What follows belongs to an exercise in optimizing a design on an open flow for small area, a short achievable clock period and few clock cycles; a production flow would make more cautious choices. Only simulation tests tie the RTL to the original design; equivalence was not proved. No activity file was given, so power comes from the tool's default toggle rates.

==> v29 <==
// fir_channel
module fir_channel (
    input  wire        clk,
    input  wire        rst,
    input  wire        in_valid,
    input  wire [23:0] in_data,
    output wire        in_ready,
    input  wire        cfg_we,
    input  wire [5:0]  cfg_addr,
    input  wire [31:0] cfg_wdata,
    output wire        idle,
    output reg         out_valid,
    output reg  [23:0] out_y,
    output reg         out_invalid,
    output reg         out_sat,
    output reg  [1:0]  thr_on,
    output reg  [1:0]  thr_chg,
    output reg  [1:0]  thr_pip,
    output reg  [15:0] sat_cnt
);
==> flow/config.mk <==
export PLATFORM = sky130hd
export DESIGN_NAME = fir_channel
export DESIGN_NICKNAME = fir_channel
export VERILOG_FILES = /design/flow/design.v
export SDC_FILE = /design/flow/constraint.sdc
export NUM_CORES = 4
export LEC_CHECK = 0
export CAP_MARGIN = 20
export CORE_MARGIN = 2
export CORE_UTILIZATION = 45
export CTS_CLUSTER_DIAMETER = 80
export CTS_CLUSTER_SIZE = 20
export PLACE_DENSITY = 0.6
export SLEW_MARGIN = 20
==> flow/constraint.sdc <==
create_clock -name core_clock -period 13.0 [get_ports {clk}]
set_input_delay 2.6000 -clock core_clock [delete_from_list [all_inputs] [get_ports {clk}]]
set_output_delay 2.6000 -clock core_clock [all_outputs]
set_load 0.01 [all_outputs]
standard.sh (not shown) runs the stock make flow with config.mk's settings and CLKGATE_MAP_FILE= SYNTH_SCRIPT=/design/flow/synth_recipe.tcl, a recipe that flattens the netlist after the stock synthesis.
==> flow/flow/run.sh <==
#!/bin/bash
# The standard layout (standard.sh: ORFS synth .. finish, unchanged scripts and
# constraints), with ORFS's repair_timing asked to aim for setup slack well above zero,
# so that it also shortens paths that already meet the 13 ns clock. Gate cloning is
# skipped so that every register of the standard synthesis is kept as it is.
# The full output of the ORFS run goes to standard.log in the work folder; ORFS's
# per-step logs are under orfs/logs/.
set -euo pipefail
export SETUP_SLACK_MARGIN=8.3
export SKIP_GATE_CLONING=1
bash standard.sh > standard.log 2>&1
==> v38 (differences from v29) <==
--- a/flow/design.v
+++ b/flow/design.v
@@ -18,44 +18,29 @@
     output reg  [15:0] sat_cnt
 );
     localparam FD  = 4;      
     localparam FD2 = 2;      
     integer s, j, t;
-    wire sync0 = cfg_we && ((cfg_addr == 6'h00) || (cfg_addr == 6'h02) ||
-                            (cfg_addr == 6'h03) || (cfg_addr == 6'h04) ||
-                            ((cfg_addr == 6'h01) && cfg_wdata[0]));
     reg        wr1, wr2;
     reg [5:0]  wa1;
     reg [29:0] wd1;
-    reg        ws_cfg, ws_sync;
-    reg [2:0]  ws_stg;
-    reg [1:0]  ws_lvl, ws_hys, ws_ctl;
     always @(posedge clk) begin
         if (rst) begin
             wr1 <= 1'b0;
-            ws_cfg  <= 1'b0;
-            ws_sync <= 1'b0;
-            ws_stg  <= 3'd0;
-            ws_lvl  <= 2'd0;
-            ws_hys  <= 2'd0;
-            ws_ctl  <= 2'd0;
             wr2 <= 1'b0;
         end else begin
             wr1 <= cfg_we;
-            ws_cfg  <= cfg_we && (cfg_addr == 6'h00);
-            ws_sync <= sync0;
-            ws_stg  <= {cfg_we && (cfg_addr == 6'h04), cfg_we && (cfg_addr == 6'h03),
-                        cfg_we && (cfg_addr == 6'h02)};
-            ws_lvl  <= {cfg_we && (cfg_addr == 6'h0C), cfg_we && (cfg_addr == 6'h08)};
-            ws_hys  <= {cfg_we && (cfg_addr == 6'h0D), cfg_we && (cfg_addr == 6'h09)};
-            ws_ctl  <= {cfg_we && (cfg_addr == 6'h0E), cfg_we && (cfg_addr == 6'h0A)};
             wr2 <= wr1;
         end
         wa1 <= cfg_addr;
         wd1 <= cfg_wdata[29:0];
     end
-    wire sync1 = ws_sync;
+    wire sync0 = cfg_we && ((cfg_addr == 6'h00) || (cfg_addr == 6'h02) ||
+                            (cfg_addr == 6'h03) || (cfg_addr == 6'h04) ||
+                            ((cfg_addr == 6'h01) && cfg_wdata[0]));
+    wire sync1 = wr1 && ((wa1 == 6'h00) || (wa1 == 6'h02) || (wa1 == 6'h03) ||
+                         (wa1 == 6'h04) || ((wa1 == 6'h01) && wd1[0]));
     wire cfg_blk = wr1 | wr2;
     reg [1:0]  stages;
     reg [5:0]  taps  [0:2];
     reg [6:0]  dec   [0:2];
     reg [5:0]  shift [0:2];
@@ -80,32 +65,28 @@
                 thr_persist[s] <= 16'd1;
                 thr_dir[s]     <= 1'b0;
                 thr_edge[s]    <= 2'd0;
                 thr_en[s]      <= 1'b0;
             end
-        end else begin
-            if (ws_cfg)
-                stages <= (wd1[17:16] == 2'd0) ? 2'd1 : wd1[17:16];
-            for (s = 0; s < 3; s = s + 1) begin
-                if (ws_stg[s]) begin
-                    taps[s]  <= wd1[5:0];
-                    dec[s]   <= wd1[22:16];
-                    shift[s] <= wd1[29:24];
+        end else if (wr1) begin
+            case (wa1)
+                6'h00: stages <= (wd1[17:16] == 2'd0) ? 2'd1 : wd1[17:16];
+                6'h02, 6'h03, 6'h04: begin
+                    taps[wa1[1:0] - 2'd2]  <= wd1[5:0];
+                    dec[wa1[1:0] - 2'd2]   <= wd1[22:16];
+                    shift[wa1[1:0] - 2'd2] <= wd1[29:24];
                 end
-            end
-            for (s = 0; s < 2; s = s + 1) begin
-                if (ws_lvl[s])
-                    thr_level[s] <= wd1[23:0];
-                if (ws_hys[s])
-                    thr_hyst[s] <= wd1[23:0];
-                if (ws_ctl[s]) begin
-                    thr_persist[s] <= (wd1[15:0] == 16'd0) ? 16'd1 : wd1[15:0];
-                    thr_dir[s]     <= wd1[16];
-                    thr_edge[s]    <= wd1[18:17];
-                    thr_en[s]      <= wd1[19];
+                6'h08, 6'h0C: thr_level[wa1[2]] <= wd1[23:0];
+                6'h09, 6'h0D: thr_hyst[wa1[2]]  <= wd1[23:0];
+                6'h0A, 6'h0E: begin
+                    thr_persist[wa1[2]] <= (wd1[15:0] == 16'd0) ? 16'd1 : wd1[15:0];
+                    thr_dir[wa1[2]]     <= wd1[16];
+                    thr_edge[wa1[2]]    <= wd1[18:17];
+                    thr_en[wa1[2]]      <= wd1[19];
                 end
-            end
+                default: ;
+            endcase
         end
     end
     always @(posedge clk) begin
         if (wr1 && wa1[5])
             coef[wa1[4:0]] <= wd1[23:0];
@@ -145,12 +126,10 @@
     reg        in_rdy_r;
     assign in_ready = in_rdy_r;
     wire accept = in_valid & in_rdy_r;
     reg [24:0] fb1 [0:FD-1];
     reg [24:0] fb2 [0:FD2-1];
-    reg [1:0]  wp1, rp1;         
-    reg        wp2, rp2;
     reg [2:0]  fc1, fc2;
     reg [2:0]  cred1, cred2;
     reg [6:0] phase [0:2];
     reg       em_r  [0:2];       
     reg signed [6:0] sl [0:2];   
@@ -170,14 +149,14 @@
     wire       isc_v = |isc;
     wire [23:0] xin [0:2];
     wire        iin [0:2];
     assign xin[0] = fq0;
     assign iin[0] = 1'b0;
-    assign xin[1] = fb1[rp1][23:0];
-    assign iin[1] = fb1[rp1][24];
-    assign xin[2] = fb2[rp2][23:0];
-    assign iin[2] = fb2[rp2][24];
+    assign xin[1] = fb1[0][23:0];
+    assign iin[1] = fb1[0][24];
+    assign xin[2] = fb2[0][23:0];
+    assign iin[2] = fb2[0][24];
     wire [2:0] avail = {fc2 != 3'd0, fc1 != 3'd0, (fcnt != 2'd0) && !cfg_blk};
     reg [2:0] em, ok;
     reg [6:0] ph_inc [0:2];
     always @* begin
         for (s = 0; s < 3; s = s + 1) begin
@@ -352,16 +331,12 @@
     reg [23:0] aq [0:3];
     reg [23:0] xq [0:3];
     reg [1:0]  rr;
     always @* begin
         for (j = 0; j < 4; j = j + 1) begin
-            cq[j] = 24'd0;
-            xq[j] = 24'd0;
-            for (t = 0; t < 8; t = t + 1) begin
-                cq[j] = cq[j] | (coef[4 * t + j] & {24{ra_rq[j] == t}});
-                xq[j] = xq[j] | (dl_r[4 * t + j] & {24{ra_rp[j] == t}});
-            end
+            cq[j] = coef[{ra_rq[j], j[1:0]}];
+            xq[j] = dl_r[{ra_rp[j], j[1:0]}];
         end
         for (j = 0; j < 4; j = j + 1) begin
             rr    = j[1:0] - ra_rot;
             aq[j] = cq[rr];
         end
@@ -493,30 +468,30 @@
     wire wr_f1  = f2_v && (f2_s == 2'd0) && (last != 2'd0);
     wire wr_f2  = f2_v && (f2_s == 2'd1) && (last == 2'd2);
     wire [2:0] fc1_n = fc1 + {2'b0, wr_f1} - {2'b0, push[1]};
     wire [2:0] fc2_n = fc2 + {2'b0, wr_f2} - {2'b0, push[2]};
     always @(posedge clk) begin
-        if (wr_f1)
-            fb1[wp1] <= {f2_inv, r24};
-        if (wr_f2)
-            fb2[wp2] <= {f2_inv, r24};
+        for (j = 0; j < FD; j = j + 1) begin
+            if (wr_f1 && (j == fc1 - {2'b0, push[1]}))
+                fb1[j] <= {f2_inv, r24};
+            else if (push[1] && (j < FD - 1))
+                fb1[j] <= fb1[(j < FD - 1) ? j + 1 : j];
+        end
+        for (j = 0; j < FD2; j = j + 1) begin
+            if (wr_f2 && (j == fc2 - {2'b0, push[2]}))
+                fb2[j] <= {f2_inv, r24};
+            else if (push[2] && (j < FD2 - 1))
+                fb2[j] <= fb2[(j < FD2 - 1) ? j + 1 : j];
+        end
         if (rst) begin
-            wp1   <= 2'd0;
-            rp1   <= 2'd0;
-            wp2   <= 1'b0;
-            rp2   <= 1'b0;
             fc1   <= 3'd0;
             fc2   <= 3'd0;
             cred1 <= 3'd0;
             cred2 <= 3'd0;
         end else begin
             fc1   <= fc1_n;
             fc2   <= fc2_n;
-            if (wr_f1)   wp1 <= wp1 + 2'd1;
-            if (push[1]) rp1 <= rp1 + 2'd1;
-            if (wr_f2)   wp2 <= ~wp2;
-            if (push[2]) rp2 <= ~rp2;
             cred1 <= cred1 + {2'b0, (fs[0] && (last != 2'd0))} - {2'b0, push[1]};
             cred2 <= cred2 + {2'b0, (fs[1] && (last == 2'd2))} - {2'b0, push[2]};
         end
     end
     wire [1:0] fcnt_n = fcnt + {1'b0, accept} - {1'b0, push[0]};
@@ -551,20 +526,20 @@
         end
     end
     reg        o1_v, o1_inv, o1_sat;
     reg [23:0] o1_y;
     reg [1:0]  o1_toff, o1_ton;
-    reg signed [25:0] ys, lvl, lim;
+    reg signed [25:0] ys, lvl, lo_lim, hi_lim;
     reg [1:0]  t_off, t_on;
     always @* begin
         ys = {{2{res_y[23]}}, res_y};
         for (t = 0; t < 2; t = t + 1) begin
             lvl    = {{2{thr_level[t][23]}}, thr_level[t]};
-            lim    = lvl + (thr_dir[t] ? $signed({2'b00, thr_hyst[t]})
-                                       : -$signed({2'b00, thr_hyst[t]}));
+            lo_lim = lvl - {2'b00, thr_hyst[t]};
+            hi_lim = lvl + {2'b00, thr_hyst[t]};
             t_off[t] = thr_dir[t] ? (ys <= lvl) : (ys >= lvl);
-            t_on[t]  = thr_dir[t] ? (ys > lim) : (ys < lim);
+            t_on[t]  = thr_dir[t] ? (ys > hi_lim) : (ys < lo_lim);
         end
     end
     always @(posedge clk) begin
         o1_y    <= res_y;
         o1_inv  <= res_inv;
Settings changed: CTS_CLUSTER_DIAMETER 80 to not set, CTS_CLUSTER_SIZE 20 to not set.
==> v1 (differences from v29) <==
Settings changed: CORE_UTILIZATION 45 to 55, PLACE_DENSITY 0.6 to 0.7.
==> v37 (differences from v29) <==
--- a/flow/design.v
+++ b/flow/design.v
@@ -18,44 +18,29 @@
     output reg  [15:0] sat_cnt
 );
     localparam FD  = 4;      
     localparam FD2 = 2;      
     integer s, j, t;
-    wire sync0 = cfg_we && ((cfg_addr == 6'h00) || (cfg_addr == 6'h02) ||
-                            (cfg_addr == 6'h03) || (cfg_addr == 6'h04) ||
-                            ((cfg_addr == 6'h01) && cfg_wdata[0]));
     reg        wr1, wr2;
     reg [5:0]  wa1;
     reg [29:0] wd1;
-    reg        ws_cfg, ws_sync;
-    reg [2:0]  ws_stg;
-    reg [1:0]  ws_lvl, ws_hys, ws_ctl;
     always @(posedge clk) begin
         if (rst) begin
             wr1 <= 1'b0;
-            ws_cfg  <= 1'b0;
-            ws_sync <= 1'b0;
-            ws_stg  <= 3'd0;
-            ws_lvl  <= 2'd0;
-            ws_hys  <= 2'd0;
-            ws_ctl  <= 2'd0;
             wr2 <= 1'b0;
         end else begin
             wr1 <= cfg_we;
-            ws_cfg  <= cfg_we && (cfg_addr == 6'h00);
-            ws_sync <= sync0;
-            ws_stg  <= {cfg_we && (cfg_addr == 6'h04), cfg_we && (cfg_addr == 6'h03),
-                        cfg_we && (cfg_addr == 6'h02)};
-            ws_lvl  <= {cfg_we && (cfg_addr == 6'h0C), cfg_we && (cfg_addr == 6'h08)};
-            ws_hys  <= {cfg_we && (cfg_addr == 6'h0D), cfg_we && (cfg_addr == 6'h09)};
-            ws_ctl  <= {cfg_we && (cfg_addr == 6'h0E), cfg_we && (cfg_addr == 6'h0A)};
             wr2 <= wr1;
         end
         wa1 <= cfg_addr;
         wd1 <= cfg_wdata[29:0];
     end
-    wire sync1 = ws_sync;
+    wire sync0 = cfg_we && ((cfg_addr == 6'h00) || (cfg_addr == 6'h02) ||
+                            (cfg_addr == 6'h03) || (cfg_addr == 6'h04) ||
+                            ((cfg_addr == 6'h01) && cfg_wdata[0]));
+    wire sync1 = wr1 && ((wa1 == 6'h00) || (wa1 == 6'h02) || (wa1 == 6'h03) ||
+                         (wa1 == 6'h04) || ((wa1 == 6'h01) && wd1[0]));
     wire cfg_blk = wr1 | wr2;
     reg [1:0]  stages;
     reg [5:0]  taps  [0:2];
     reg [6:0]  dec   [0:2];
     reg [5:0]  shift [0:2];
@@ -80,32 +65,28 @@
                 thr_persist[s] <= 16'd1;
                 thr_dir[s]     <= 1'b0;
                 thr_edge[s]    <= 2'd0;
                 thr_en[s]      <= 1'b0;
             end
-        end else begin
-            if (ws_cfg)
-                stages <= (wd1[17:16] == 2'd0) ? 2'd1 : wd1[17:16];
-            for (s = 0; s < 3; s = s + 1) begin
-                if (ws_stg[s]) begin
-                    taps[s]  <= wd1[5:0];
-                    dec[s]   <= wd1[22:16];
-                    shift[s] <= wd1[29:24];
+        end else if (wr1) begin
+            case (wa1)
+                6'h00: stages <= (wd1[17:16] == 2'd0) ? 2'd1 : wd1[17:16];
+                6'h02, 6'h03, 6'h04: begin
+                    taps[wa1[1:0] - 2'd2]  <= wd1[5:0];
+                    dec[wa1[1:0] - 2'd2]   <= wd1[22:16];
+                    shift[wa1[1:0] - 2'd2] <= wd1[29:24];
                 end
-            end
-            for (s = 0; s < 2; s = s + 1) begin
-                if (ws_lvl[s])
-                    thr_level[s] <= wd1[23:0];
-                if (ws_hys[s])
-                    thr_hyst[s] <= wd1[23:0];
-                if (ws_ctl[s]) begin
-                    thr_persist[s] <= (wd1[15:0] == 16'd0) ? 16'd1 : wd1[15:0];
-                    thr_dir[s]     <= wd1[16];
-                    thr_edge[s]    <= wd1[18:17];
-                    thr_en[s]      <= wd1[19];
+                6'h08, 6'h0C: thr_level[wa1[2]] <= wd1[23:0];
+                6'h09, 6'h0D: thr_hyst[wa1[2]]  <= wd1[23:0];
+                6'h0A, 6'h0E: begin
+                    thr_persist[wa1[2]] <= (wd1[15:0] == 16'd0) ? 16'd1 : wd1[15:0];
+                    thr_dir[wa1[2]]     <= wd1[16];
+                    thr_edge[wa1[2]]    <= wd1[18:17];
+                    thr_en[wa1[2]]      <= wd1[19];
                 end
-            end
+                default: ;
+            endcase
         end
     end
     always @(posedge clk) begin
         if (wr1 && wa1[5])
             coef[wa1[4:0]] <= wd1[23:0];
@@ -551,20 +532,20 @@
         end
     end
     reg        o1_v, o1_inv, o1_sat;
     reg [23:0] o1_y;
     reg [1:0]  o1_toff, o1_ton;
-    reg signed [25:0] ys, lvl, lim;
+    reg signed [25:0] ys, lvl, lo_lim, hi_lim;
     reg [1:0]  t_off, t_on;
     always @* begin
         ys = {{2{res_y[23]}}, res_y};
         for (t = 0; t < 2; t = t + 1) begin
             lvl    = {{2{thr_level[t][23]}}, thr_level[t]};
-            lim    = lvl + (thr_dir[t] ? $signed({2'b00, thr_hyst[t]})
-                                       : -$signed({2'b00, thr_hyst[t]}));
+            lo_lim = lvl - {2'b00, thr_hyst[t]};
+            hi_lim = lvl + {2'b00, thr_hyst[t]};
             t_off[t] = thr_dir[t] ? (ys <= lvl) : (ys >= lvl);
-            t_on[t]  = thr_dir[t] ? (ys > lim) : (ys < lim);
+            t_on[t]  = thr_dir[t] ? (ys > hi_lim) : (ys < lo_lim);
         end
     end
     always @(posedge clk) begin
         o1_y    <= res_y;
         o1_inv  <= res_inv;
Settings changed: CTS_CLUSTER_DIAMETER 80 to not set, CTS_CLUSTER_SIZE 20 to not set.
==> impl_results.rst <==
.. list-table::
   :header-rows: 1

   * - Metric
     - Value
   * - Critical path cell sequence
     - nor2_4 > nor4b_4 > nand2_2 > nor2_2 > nor2_2 > xor2_1 > ha_1 > buf_6 > a21o_1 > a221o_1 > o31a_1 > nor4_4 > o31ai_2 > buf_4 > a211oi_2 > nor2_1 > xnor2_1 > ha_2 > nand4_1 > nor2_1 > nand2_1 > o41ai_1 > mux2i_1
   * - Result of the run
     - no timing/DRC/antenna violations
   * - Full die area
     - 436,000 um^2
   * - Maximum level of the CTS H-tree
     - 4
   * - Worst supply voltage drop on vdd
     - 0.2473 mV
   * - Total placed instance area
     - 202,200 um^2
   * - Post-DR wirelength/cell
     - 29.23 um
   * - Hold_sp
     - f1_s[0]
   * - Xor and xnor area share after synthesis
     - 7.180%
   * - Synthesized flop and latch total
     - 3,249
   * - Clock power frac
     - 13.8%
[end of results for v29]
==> impl_results.rst <==
.. list-table::
   :header-rows: 1

   * - Metric
     - Value
   * - Clock power frac
     - 18.7%
   * - Worst supply voltage drop on vdd
     - 0.2033 mV
   * - Maximum level of the CTS H-tree
     - 5
   * - Hold_sp
     - l_inv
   * - Full die area
     - 440,700 um^2
   * - First-pass GRT wire length
     - 997,500 um
   * - Synthesized flop and latch total
     - 3,242
   * - Detailed route wirelength on metal3
     - 87,960 um
   * - Xor and xnor area share after synthesis
     - 7.098%
   * - Total placed instance area
     - 204,600 um^2
   * - Result of the run
     - no timing/DRC/antenna violations
   * - Post-DR wirelength/cell
     - 29.98 um
   * - Family with the most delay on the worst path
     - compound AO/OA/AOI/OAI gates
[end of results for v37]
==> impl_results.rst <==
.. list-table::
   :header-rows: 1

   * - Metric
     - Value
   * - Result of the run
     - no timing/DRC/antenna violations
   * - First-pass GRT wire length
     - 993,500 um
   * - Worst supply voltage drop on vdd
     - 0.1741 mV
   * - Critical path cell sequence
     - buf_12 > or3_4 > o31ai_1 > ha_1 > nand4_1 > or2_2 > a2111o_1 > o211ai_1 > o31a_1 > o2111ai_2 > a211o_1 > buf_6 > a31o_4 > a211oi_2 > nor3_1 > or3b_4
   * - Crit path capture type
     - flop
   * - Total placed instance area
     - 207,300 um^2
   * - Maximum level of the CTS H-tree
     - 5
   * - Full die area
     - 445,800 um^2
   * - P_clk
     - 10,200 uW
   * - End of the worst hold path
     - out_y[15]
   * - Hold_sp
     - o1_y[15]
   * - Clock power frac
     - 15.7%
   * - Post-DR wirelength/cell
     - 28.91 um
[end of results for v38]
==> impl_results.rst <==
.. list-table::
   :header-rows: 1

   * - Metric
     - Value
   * - Detailed route wirelength on metal3
     - 94,180 um
   * - Hold_sp
     - o1_y[7]
   * - Post-DR wirelength/cell
     - 30.08 um
   * - Synthesized flop and latch total
     - 3,249
   * - Met2 global-route usage
     - 52.73%
   * - Clock power frac
     - 13.4%
   * - Full die area
     - 357,200 um^2
   * - DR vias
     - 143,078
   * - Maximum level of the CTS H-tree
     - 4
   * - Worst supply voltage drop on vdd
     - 0.1821 mV
   * - ANT cells
     - 41
   * - Result of the run
     - no timing/DRC/antenna violations
   * - Total placed instance area
     - 200,800 um^2
   * - Critical path cell sequence
     - inv_1 > ha_4 > nand2_4 > nor4_4 > a21oi_2 > xor2_1 > ha_1 > and3_4 > a221o_1 > o31a_1 > nor4_4 > o31ai_2 > buf_4 > a21o_1 > a21oi_2 > xnor2_1 > ha_1 > a21o_1 > a211oi_2 > nor2_1 > a21oi_2 > mux2i_1
[end of results for v1]
Testbench counts of v29, summed over its fixed seeds: cycles 10,271.
Testbench counts of v38, summed over its fixed seeds: cycles 10,271.
Testbench counts of v1, summed over its fixed seeds: cycles 10,271.
Testbench counts of v37, summed over its fixed seeds: cycles 10,271.

[what the ideal ports hide]
How much do the figures lean on ideal ports? The routed layouts below were timed once more, with nothing changed but the port constraints. Step 1 assumes that a clkbuf_16 drives the clock port and a buf_2 every other input. Step 2 moves the port delays by t, midway between the first and last clock arrival at a register: inputs arrive t later, outputs are due t later. That takes back most of the time a late clock gives input paths. a / b / c = no drivers / after step 1 / after step 2; a / b = the first two.
run	t, ns	slack for setup (ns)	latest minus earliest clock arrival (ns)	slew at the worst register clock pin (ns)	pins driven straight from the clock port
v29	1.087	8.348 / 8.283 / 7.756	0.098 / 0.098	0.10 / 0.10	1
v38	1.066	8.305 / 8.258 / 7.349	0.079 / 0.079	0.07 / 0.07	1
v1	1.052	8.052 / 8.052 / 8.052	0.119 / 0.119	0.10 / 0.10	1
v37	1.068	8.324 / 8.277 / 7.674	0.092 / 0.092	0.07 / 0.07	1
After both steps every run listed still meets setup and hold. The setup slack of v38, which loses most, moves by -0.047 ns with the drivers and by -0.956 ns with both steps.
